Source: an optimization exercise on an open RTL-to-GDS flow (aim: small area, a short achievable clock period and few clock cycles per item). Production flows keep margins and buffers that such runs may drop.
Where RTL was checked, it was by simulation tests only, not by an equivalence proof against the original.

==> module kw_unwrap, before the edit <==
module kw_unwrap (
    input  wire         clk,
    input  wire         rst,       
    input  wire         start,     
    input  wire [127:0] kek,       
    input  wire [191:0] wrapped,   
    output wire         busy,
    output wire         done,      
    output wire         ok,        
    output wire [127:0] key        
);
    localparam [63:0] KW_IV = 64'hA6A6A6A6A6A6A6A6;
    reg         busy_r;
    reg         done_r;
    reg         kexp;     
    reg         first;    
    reg [3:0]   rnd;      
    reg [3:0]   t;        
    reg [127:0] st;       
    reg [63:0]  ro;       
    reg [127:0] rk;       
    reg [127:0] kl;       
    wire accept = start && !busy_r;
    genvar gb, gc, gr;
    wire last   = !kexp && (rnd == 4'd0);
    assign busy = busy_r;
    assign done = done_r;
    assign ok   = (st[127:64] == KW_IV);
    assign key  = {st[63:0], ro};
    wire [31:0]  w0 = rk[127:96];
    wire [31:0]  w1 = rk[95:64];
    wire [31:0]  w2 = rk[63:32];
    wire [31:0]  w3 = rk[31:0];
    wire [31:0]  v3 = w3 ^ w2;    
    wire [31:0]  v2 = w2 ^ w1;
    wire [31:0]  v1 = w1 ^ w0;
    wire [31:0]  rot = {v3[23:0], v3[31:24]};
    wire [31:0]  sw_out;
    generate
        for (gb = 0; gb < 4; gb = gb + 1) begin : g_sbox
            aes_sbox u_sbox (.a(rot[8*gb +: 8]), .y(sw_out[8*gb +: 8]));
        end
    endgenerate
    wire [9:0]   rd = {rnd == 4'd9, rnd == 4'd8, rnd == 4'd7, rnd == 4'd6, rnd == 4'd5,
                       rnd == 4'd4, rnd == 4'd3, rnd == 4'd2, rnd == 4'd1, rnd == 4'd0};
    wire [7:0]   rcon = {rd[7], rd[6], rd[5] | rd[9], rd[4] | rd[8] | rd[9],
                         rd[3] | rd[8], rd[2] | rd[9], rd[1] | rd[8] | rd[9], rd[0] | rd[8]};
    wire [31:0]  temp = sw_out ^ {rcon, 24'h000000};
    wire [31:0]  n0 = w0 ^ temp;
    wire         fin = kexp && (rnd == 4'd9);    
    wire [31:0]  n2 = v2 ^ n0;
    wire [127:0] key_step = {n0, v1 ^ (temp & {32{kexp}}), v2 ^ (n0 & {32{kexp}}),
                             v3 ^ (n2 & {32{fin}})};
    wire [127:0] key_prev = {n0, v1, v2, v3};
    wire         step12 = (t == 4'd12);
    wire [127:0] blk = (step12 ? {kl[127:64] ^ 64'd12, kl[63:0]}
                               : {st[127:64] ^ {60'd0, t}, ro}) ^ rk;
    wire [127:0] imc;
    generate
        for (gc = 0; gc < 4; gc = gc + 1) begin : g_imc
            aes_inv_mixcol u_imc (.c(st[32*gc +: 32]), .y(imc[32*gc +: 32]));
        end
    endgenerate
    wire [127:0] x = first ? blk : imc;
    wire [127:0] isr;
    generate
        for (gc = 0; gc < 4; gc = gc + 1) begin : g_col
            for (gr = 0; gr < 4; gr = gr + 1) begin : g_row
                assign isr[127 - 8*(gr + 4*((gc + gr) % 4)) -: 8] =
                       x[127 - 8*(gr + 4*gc) -: 8];
            end
        end
    endgenerate
    wire [127:0] isb;
    generate
        for (gb = 0; gb < 16; gb = gb + 1) begin : g_isbox
            aes_inv_sbox u_isbox (.a(isr[8*gb +: 8]), .y(isb[8*gb +: 8]));
        end
    endgenerate
    wire [127:0] ark = isb ^ key_prev;
    always @(posedge clk) begin
        if (rst) begin
            busy_r <= 1'b0;
            done_r <= 1'b0;
            kexp   <= 1'b0;
            first  <= 1'b0;
        end else begin
            done_r <= 1'b0;
            if (accept) begin
                busy_r <= 1'b1;
                kexp   <= 1'b1;
                first  <= 1'b0;
                rnd    <= 4'd0;
                t      <= 4'd12;
            end else if (busy_r) begin
                if (kexp) begin
                    if (rnd == 4'd9) begin
                        kexp  <= 1'b0;
                        first <= 1'b1;
                    end else begin
                        rnd <= rnd + 4'd1;
                    end
                end else begin
                    first <= (rnd == 4'd0) && (t != 4'd1);
                    if (rnd == 4'd0) begin
                        rnd <= 4'd9;
                        t   <= t - 4'd1;
                        if (t == 4'd1) begin
                            busy_r <= 1'b0;
                            done_r <= 1'b1;
                        end
                    end else begin
                        rnd <= rnd - 4'd1;
                    end
                end
            end
        end
    end
    always @(posedge clk) begin
        if (accept)
            rk <= {kek[127:32], kek[63:32] ^ kek[31:0]};
        else if (last)
            rk <= kl;
        else
            rk <= key_step;
    end
    always @(posedge clk) begin
        if (accept)
            kl <= {wrapped[191:128], wrapped[63:0]};
        else if (first && step12)
            kl <= rk;
    end
    always @(posedge clk) begin
        st <= ark;
        if (accept)
            ro <= wrapped[127:64];
        else if (first && !step12)
            ro <= st[63:0];
    end
endmodule
Settings: LEC_CHECK=0, CAP_MARGIN=20, CORE_MARGIN=2, CORE_UTILIZATION=25, SETUP_SLACK_MARGIN=1.5, SLEW_MARGIN=20, SYNTH_HIERARCHICAL=1; clock period 8.0 ns.
standard.sh (not shown) runs the stock make flow with config.mk's settings and CLKGATE_MAP_FILE= SYNTH_SCRIPT=/design/flow/synth_recipe.tcl, a recipe that flattens the netlist after the stock synthesis.
==> flow/flow/run.sh <==
#!/bin/bash
# The standard layout (the standard.sh: ORFS synthesis to finish), with
# two changes in how it is made:
#  - the port buffers that global placement inserts on every input and
#    output are the smallest buffer (buf_1) instead of clkdlybuf4s50_1;
#  - clock tree synthesis inserts no dummy loads.
# ORFS writes each step's full log under orfs/logs/; make's own output goes
# to flow.log here.
set -euo pipefail
export BUFFER_PORTS_ARGS="-buffer_cell sky130_fd_sc_hd__buf_1"
export CTS_ARGS="-sink_clustering_enable -repair_clock_nets -dont_use_dummy_load"
bash standard.sh finish > flow.log 2>&1
The baseline passed the timing, DRC and antenna checks.
Edit:
--- a/flow/design.v
+++ b/flow/design.v
@@ -523,4 +523,5 @@
     reg         kexp;     
     reg         first;    
+    reg         step12;   
     reg [3:0]   rnd;      
     reg [3:0]   t;        
@@ -561,5 +562,4 @@
                              v3 ^ (n2 & {32{fin}})};
     wire [127:0] key_prev = {n0, v1, v2, v3};
-    wire         step12 = (t == 4'd12);
     wire [127:0] blk = (step12 ? {kl[127:64] ^ 64'd12, kl[63:0]}
                                : {st[127:64] ^ {60'd0, t}, ro}) ^ rk;
@@ -593,4 +593,5 @@
             kexp   <= 1'b0;
             first  <= 1'b0;
+            step12 <= 1'b0;
         end else begin
             done_r <= 1'b0;
@@ -599,4 +600,5 @@
                 kexp   <= 1'b1;
                 first  <= 1'b0;
+                step12 <= 1'b1;
                 rnd    <= 4'd0;
                 t      <= 4'd12;
@@ -612,6 +614,7 @@
                     first <= (rnd == 4'd0) && (t != 4'd1);
                     if (rnd == 4'd0) begin
-                        rnd <= 4'd9;
-                        t   <= t - 4'd1;
+                        rnd    <= 4'd9;
+                        t      <= t - 4'd1;
+                        step12 <= 1'b0;
                         if (t == 4'd1) begin
                             busy_r <= 1'b0;
What happened: Hold slack got worse by 0.096 ns. Clock-buffer cell count went down by 2. Via count shrinks by 3.6%. Fmax is higher by 1.1%. Setup slack is better by 0.071 ns. Routed wire length falls by 2.3%. Cell count decreases by 1.3%.
Testbench counts after the change, summed over its fixed seeds: cycles 67,072, items 512.
Function not checked in the first run of this note: the RTL went through the layout flow alone.

## afterwards: timing with drivers on the ports
The flow's constraints put no driver on any port. The routed layouts listed below were extracted and timed again, unchanged, in two steps.
Step 1 assumes that a clkbuf_16 drives the clock port and a buf_2 every other input.
Step 2 times the ports against the registers' clock, not the clock port: input delays grow and output delays shrink by t, the midpoint of the rising clock arrivals with the driver on.
Three values: ideal, step 1, step 2; two values: the first two.
| run | shift t [ns] | setup WS [ns] | hold slack, ns | pins driven straight from the clock port |
|---|---|---|---|---|
| the first run | 0.752 | 1.674 / 1.674 / 1.674 | 0.575 / 0.575 / 0.575 | 1 |
| the second run | 0.768 | 1.744 / 1.744 / 1.744 | 0.479 / 0.479 / 0.479 | 1 |
After both steps setup and hold are still met in every run listed.
